This design comes from an exercise in tuning for small area, a short achievable clock period and few clock cycles per item on the open sky130 flow, not from production work. In this exercise RTL edits were held to simulation tests only and were not proved equivalent to the original.

==> design/flow/design.v <==
module sgl_flit_rx (
  input  wire        clk,
  input  wire        rst,            
  input  wire        in_valid,
  input  wire [63:0] in_data,        
  output wire        in_ready,
  output wire        out_valid,
  output wire [63:0] out_data,       
  output wire        out_last,       
  output wire        out_pass,       
  output wire        out_fec_ok,     
  output wire [2:0]  out_corr,       
  output wire [23:0] out_corr_pos    
);
  localparam [63:0] CRC_POLY = 64'h42F0_E1EB_A9EA_3693;
  function automatic [7:0] gf_mul2(input [7:0] a);
    gf_mul2 = {a[6:0], 1'b0} ^ (a[7] ? 8'h1D : 8'h00);
  endfunction
  function automatic [7:0] gf_mul(input [7:0] a, input [7:0] b);
    integer i;
    reg [7:0] r, x;
    begin
      r = 8'd0;
      x = a;
      for (i = 0; i < 8; i = i + 1) begin
        if (b[i]) r = r ^ x;
        x = gf_mul2(x);
      end
      gf_mul = r;
    end
  endfunction
  function automatic [7:0] gf_mulp(input [7:0] a, input integer k);
    gf_mulp = gf_mul(a, 8'd1 << k);
  endfunction
  localparam [7:0] ALPHA_M85 = 8'hD7;    
  localparam [7:0] ALPHA_M84 = 8'hB3;    
  function automatic [63:0] crc64_word(input [63:0] crc_in, input [63:0] d);
    integer i;
    reg [63:0] c;
    reg        fb;
    begin
      c = crc_in;
      for (i = 63; i >= 0; i = i - 1) begin
        fb = c[63] ^ d[i];
        c  = {c[62:0], 1'b0} ^ (fb ? CRC_POLY : 64'd0);
      end
      crc64_word = c;
    end
  endfunction
  reg  [4:0] phi;         
  reg  [4:0] wcnt;        
  reg        in_rdy_q;
  reg        acc_q;       
  reg  [4:0] wq;          
  reg        tx_act;      
  wire accept  = in_valid && in_rdy_q;
  wire load    = acc_q && (wq == 5'd31);    
  wire [4:0] phi_n    = (accept && wcnt == 5'd0) ? 5'd1 : phi + 5'd1;
  wire [4:0] wcnt_n   = accept ? wcnt + 5'd1 : wcnt;
  wire       tx_act_n = (phi == 5'd0) ? load : tx_act;
  wire       load_n   = accept && (wcnt == 5'd31);
  wire       idle_n   = !tx_act_n && !load_n;
  wire       rdy_n    = (phi_n == wcnt_n) || (wcnt_n == 5'd0 && idle_n);
  always @(posedge clk) begin
    if (rst) begin
      phi      <= 5'd0;
      wcnt     <= 5'd0;
      in_rdy_q <= 1'b1;
      acc_q    <= 1'b0;
      tx_act   <= 1'b0;
    end else begin
      phi      <= phi_n;
      wcnt     <= wcnt_n;
      in_rdy_q <= rdy_n;
      acc_q    <= accept;
      tx_act   <= tx_act_n;
    end
  end
  always @(posedge clk) begin
    wq <= wcnt;
  end
  reg [2047:0] ring;
  reg [63:0]   rd_q;       
  always @(posedge clk) begin
    ring <= {ring[1983:0], in_rdy_q ? in_data : ring[2047:1984]};
    rd_q <= ring[2047:1984];
  end
  wire [63:0] wr_w = ring[63:0];
  function automatic [7:0] lane(input [63:0] w, input integer b);
    lane = w[63 - 8*b -: 8];
  endfunction
  reg  [7:0] a0 [0:2];
  reg  [7:0] a1 [0:2];
  reg  [7:0] a2 [0:2];
  reg  [7:0] ns0 [0:2];
  reg  [7:0] ns1 [0:2];
  reg  [7:0] ns2 [0:2];
  always @* begin : syn_next
    integer g, i, cnt, m;
    reg [7:0] t0, t1, t2, b, p0, p1, p2;
    for (g = 0; g < 3; g = g + 1) begin
      cnt = (g == 2) ? 2 : 3;
      t0 = 8'd0; t1 = 8'd0; t2 = 8'd0;
      for (i = 0; i < 3; i = i + 1) if (g + 3*i < 8) begin
        b  = lane(wr_w, g + 3*i);
        t0 = t0 ^ b;
        t1 = t1 ^ gf_mulp(b, cnt - 1 - i);
        t2 = t2 ^ gf_mulp(b, 2*(cnt - 1 - i));
      end
      p0 = (wq == 5'd0) ? 8'd0 : a0[g];
      p1 = (wq == 5'd0) ? 8'd0 : gf_mulp(a1[g], cnt);
      p2 = (wq == 5'd0) ? 8'd0 : gf_mulp(a2[g], 2*cnt);
      m = (g + 1) % 3;
      ns0[m] = p0 ^ t0;
      ns1[m] = p1 ^ t1;
      ns2[m] = p2 ^ t2;
    end
  end
  integer k;
  always @(posedge clk) begin
    if (acc_q) begin
      for (k = 0; k < 3; k = k + 1) begin
        a0[k] <= ns0[k];
        a1[k] <= ns1[k];
        a2[k] <= ns2[k];
      end
    end
  end
  reg [2:0] zc_q;
  reg [2:0] cons_q;
  always @(posedge clk) begin : chk
    integer c, m;
    if (phi == 5'd1) begin
      for (c = 0; c < 3; c = c + 1) begin
        m = (c + 2) % 3;
        zc_q[c]   <= (a0[m] == 8'd0) && (a1[m] == 8'd0) && ((c == 1) || (a2[m] == 8'd0));
        cons_q[c] <= (c == 1) || (gf_mul(a0[m], a2[m]) == gf_mul(a1[m], a1[m]));
      end
    end
  end
  reg  [7:0] se [0:2];
  reg  [7:0] sr [0:2];
  reg        fnd [0:2];
  reg  [7:0] fps [0:2];
  wire [4:0] s = phi - 5'd1;
  reg  [63:0] mask;
  reg  [2:0]  hit;
  reg  [7:0]  hpos [0:2];
  always @* begin : search
    integer g, i, cnt, b;
    reg m;
    mask = 64'd0;
    for (g = 0; g < 3; g = g + 1) begin
      cnt = (g == 2) ? 2 : 3;
      hit[g]  = 1'b0;
      hpos[g] = {s, 3'd0};
      for (i = 0; i < 3; i = i + 1) if (g + 3*i < 8) begin
        b = g + 3*i;
        m = (se[g] != 8'd0) && (gf_mulp(sr[g], i) == se[g]);
        if (m) begin
          mask[63 - 8*b -: 8] = se[g];
          hit[g]  = 1'b1;
          hpos[g] = {s, b[2:0]};
        end
      end
    end
  end
  always @(posedge clk) begin : srch
    integer g, m, cnt;
    for (g = 0; g < 3; g = g + 1) begin
      m   = (g + 1) % 3;
      cnt = (g == 2) ? 2 : 3;
      if (load) begin
        se[g] <= ns0[(g + 2) % 3];
        sr[g] <= gf_mul(ns1[(g + 2) % 3], (g == 0) ? ALPHA_M85 : ALPHA_M84);
      end else begin
        se[m] <= se[g];
        sr[m] <= gf_mulp(sr[g], cnt);
      end
      fnd[m] <= ((s == 5'd0) ? 1'b0 : fnd[g]) | hit[g];
      fps[m] <= hit[g] ? hpos[g] : fps[g];
    end
  end
  reg  [63:0] out_data_q;
  reg         out_valid_q, out_last_q, out_pass_q, out_fec_q;
  reg  [2:0]  out_corr_q;
  reg  [63:0] crc;
  reg         crc_ok;
  wire [63:0] word_c   = rd_q ^ mask;           
  wire [63:0] crc_next = crc64_word(crc, out_data_q);
  reg [2:0] corr_f;
  reg       fec_f;
  always @* begin : fin
    integer c, g;
    fec_f = 1'b1;
    for (c = 0; c < 3; c = c + 1) begin
      g = (c + 1) % 3;
      corr_f[c] = (fnd[g] | hit[g]) && cons_q[c];
      fec_f = fec_f && (zc_q[c] || corr_f[c]);
    end
  end
  always @(posedge clk) begin
    if (phi != 5'd0 && phi != 5'd31)
      out_data_q <= word_c;
    crc <= (phi == 5'd1) ? {64{1'b1}} : crc_next;
    if (phi == 5'd31)
      crc_ok <= ((crc_next ^ word_c) == {64{1'b1}});
    if (phi == 5'd0) begin
      out_fec_q  <= fec_f;
      out_corr_q <= corr_f;
    end
  end
  always @(posedge clk) begin
    if (rst) begin
      out_valid_q <= 1'b0;
      out_last_q  <= 1'b0;
      out_pass_q  <= 1'b0;
    end else begin
      out_valid_q <= tx_act && (phi <= 5'd29);
      out_last_q  <= tx_act && (phi == 5'd0);
      out_pass_q  <= fec_f && crc_ok;
    end
  end
  assign in_ready     = in_rdy_q;
  assign out_valid    = out_valid_q;
  assign out_data     = out_data_q;
  assign out_last     = out_last_q;
  assign out_pass     = out_pass_q;
  assign out_fec_ok   = out_fec_q;
  assign out_corr     = out_corr_q;
  assign out_corr_pos = {fps[1], fps[0], fps[2]};
endmodule
==> design/flow/run.sh <==
#!/bin/bash
# synth_recipe.tcl (not shown) runs the flow's synth.tcl, then flattens the netlist and writes it again
# the make line also repeats each setting of config.mk as NAME=value (left out here)
make -C /OpenROAD-flow-scripts/flow DESIGN_CONFIG=/design/flow/config.mk WORK_HOME=/design/flow/orfs CLKGATE_MAP_FILE= SYNTH_SCRIPT=/design/flow/synth_recipe.tcl finish
==> design/flow/config.mk <==
export PLATFORM = sky130hd
export DESIGN_NAME = sgl_flit_rx
export DESIGN_NICKNAME = sgl_flit_rx
export VERILOG_FILES = /design/flow/design.v
export SDC_FILE = /design/flow/constraint.sdc
export NUM_CORES = 4
export LEC_CHECK = 0
export CAP_MARGIN = 20
export CORE_MARGIN = 2
export CORE_UTILIZATION = 40
export SLEW_MARGIN = 20
==> design/flow/constraint.sdc <==
create_clock -name core_clock -period 14.0 [get_ports {clk}]
set_input_delay 2.8000 -clock core_clock [delete_from_list [all_inputs] [get_ports {clk}]]
set_output_delay 2.8000 -clock core_clock [all_outputs]
set_load 0.01 [all_outputs]
==> impl_metrics.ini <==
[cts]
insertion_delay_ns = 0.87
h-tree-depth = 4
post_cts_resized = 0
post_cts_buffers = 0
cts-root-buf = clkbuf_16
cts_buffer_depth = 3
cts_tree = built
hold_buffers = 0
clk_pin_slew_ns = 0.07
clock-sinks = 2418
cts_buffers = 213

[sta]
fmax_ghz = 0.0849
min_period_ns = 11.78
final-max-slew-violation-count = 0
final-hold-violation-count = 0
worst_pin_slew_ns = 1.06
finalSetupViolCount = 0
grt_setup_unrepaired = no
relSlewSlack = 0.286
min_period_over_period = 0.841
clock_skew_ns = 0.0842
tns_ns = 0

[route]
wl_per_cell_um = 24.2
drt_iter0_drc = 2317
drc = 0
viasPerCell = 4.46
routed_wl_mm = 206
ant_nets = 0
firstDrtPassIters = 5
vias = 37900

[critical_path]
required_ns = 14.66
endpoint_kind = flop
crit_fanout = 13
crit_type = reg2reg
regToRegSetupSlack_ns = 2.22
arrival_ns = 12.43
startpoint_type = flop

[global_routing]
grt.total_usage = 0.206
overflow = 0
grt_pass1_wl_mm = 286
grt_pass1_vias = 38000
antenna_found_initial = 11
grt_max_degree = 67

[die]
io_pins = 163
die_w_um = 445
row_count = 161
design.die.area_um2 = 198000
fp.dieH_um = 445
core_area_um2 = 193000
initial_core_util = 0.403

[synthesis]
synthFlopType = dfxtp_1
ys_async_sr_fraction = 0
ys_warn_count = 8
syn-cell-area_um2 = 77800
ys_seq_area_frac = 0.641
ys_ff_latch = 2418
synth_cells = 5506
synth_nets = 5584
synth-edff-count = 146
ys_types = 70
syn_area_per_cell_um2 = 14.1

[finish]
nets = 5850
mostFrequentLayoutCell = dfxtp_1
fin_util = 0.467
drive_above_1_share = 0.0985
fill_cells = 16900
area_growth_syn_to_layout_pct = 15.9
mostFrequentLayoutCells = 2270 x dfxtp_1, 1143 x xnor2_1, 451 x xor2_1

[placed_design]
dpl.hpwl_mm = 159
gp_congestion = 0.948
io_buffers = 162

[flow_run]
maxCapViolations = 0

[hold_path]
hp-class = reg2reg

[run_status]
status = finished clean
[worst paths after layout]
kind	end	from	cells past startpoint
setup / recovery	crc_ok	out_data_q[62]	22
setup reg to reg	crc_ok	out_data_q[62]	22
hold reg to reg	ring[687]	ring[623]	0
hold / removal	ring[687]	ring[623]	0
[flip-flops by register name, indices dropped and copies added (netlist names), 2 cells and up]
name and cells:
out_data_q 64, rd_q 64, zc_q 3, wq 5, crc 64, a2 24
cons_q 2, a0 24, out_corr_q 3, wcnt 5, fps 24, fnd 3
se 24, sr 24, a1 24, phi 5, ring 2048
[cell usage after synthesis (16+ instances only)]
master,number,area (µm²)
dfxtp_1,2272,45500
xnor2_1,1146,10000
xor2_1,451,3950
nand2_1,366,1370
xnor3_1,257,5790
edfxtp_1,146,4380
clkbuf_1,124,465
nor2_1,122,458
mux2_2,77,867
a21oi_1,58,290
o21ai_0,41,205
xnor2_2,39,634
inv_1,35,131
nor4_1,35,219
xor3_1,31,737
nor3_1,26,130
mux2i_1,25,250
nand3_1,21,105
nand2b_1,19,119
buf_1,17,63.8
buf_2,16,80.1
nand4_1,16,100
[routing by layer]
layer,up-vias,share of wire,global-route usage
li1,18100,-,-
met1,18600,0.42,0.250
met2,828,0.51,0.365
met3,295,0.034,0.0263
met4,0,0.044,0.0892
met5,-,0,0
[cells by family after synthesis]
kind of cell / count (synthesis) / synth area share
AOI/OAI and AO/OA: 149 / 0.0114
buffers and inverters: 198 / 0.0101
adders and majority gates: 11 / 0.00177
and+or+nand+nor: 664 / 0.0376
xor gates and xnor gates: 1964 / 0.284
DFF: 2418 / 0.641
muxes: 102 / 0.0144
[per-stage QoR]
step	worst slack (ns)	area, µm²	hold slack (ns)	cells
2_1_floorplan	4.85	77800	0.310	5506
3_3_place_gp	2.38	82300	0.310	8083
3_5_place_dp	2.41	82400	0.312	8083
4_1_cts	2.32	90200	0.258	8483
5_1_grt	1.81	90200	0.259	8483
6_report	2.22	90200	0.263	8487
[layout make-up]
class | instances | area [µm²] | share of cell area
antenna | 4 | 10.0 | 0.000111
inverter | 35 | 131 | 0.00146
multi-input combinational | 2890 | 27200 | 0.301
clock inverter | 96 | 1570 | 0.0174
sequential | 2418 | 49900 | 0.553
tap | 2526 | 3160 | 0.0350
timing repair buffer | 214 | 2010 | 0.0223
clock buffer | 304 | 6240 | 0.0692
[critical path, cell delays in order, from the launching register on]
cell and delay (ns):
edfxtp_1 0.48, xnor2_2 0.64, xnor2_1 0.19, buf_4 0.22, xnor3_1 0.47, xnor3_1 0.77, xnor3_1 0.82, xnor3_1 0.75
xnor3_2 0.58, xnor2_1 0.69, xnor3_1 0.64, xor2_1 0.40, xnor3_1 0.30, xnor3_1 0.48, xnor2_2 0.36, xor3_1 0.79
xnor3_1 0.97, xor2_2 0.61, xnor2_1 0.32, o31ai_1 0.12, or4_1 0.45, nand4b_1 0.19, nor4_1 0.31
Testbench counts, summed over its fixed seeds: cycles 16,656, flits 512.

-- what the ideal ports hide --
Ports are ideal in the flow. The routed layout listed here was re-timed in OpenROAD.
Step 1 sets driving cells, clkbuf_16 on the clock port and buf_2 on the other inputs (assumed; they add their load-dependent delay and slew).
Step 2, shift: input delay + t, output delay - t, t = (earliest + latest rising clock arrival at the registers) / 2. This alone moves slack from input paths to output paths.
Three values: ideal ports, drivers, drivers and shift; two values: the first two.
t, ns: 0.904
setup WS [ns]: 2.224 / 2.224 / 2.224
latest minus earliest clock arrival (ns): 0.085 / 0.086
After both steps setup and hold are still met in this run. The setup slack of this run moves by 0.000 ns with the drivers and by 0.000 ns with both steps.
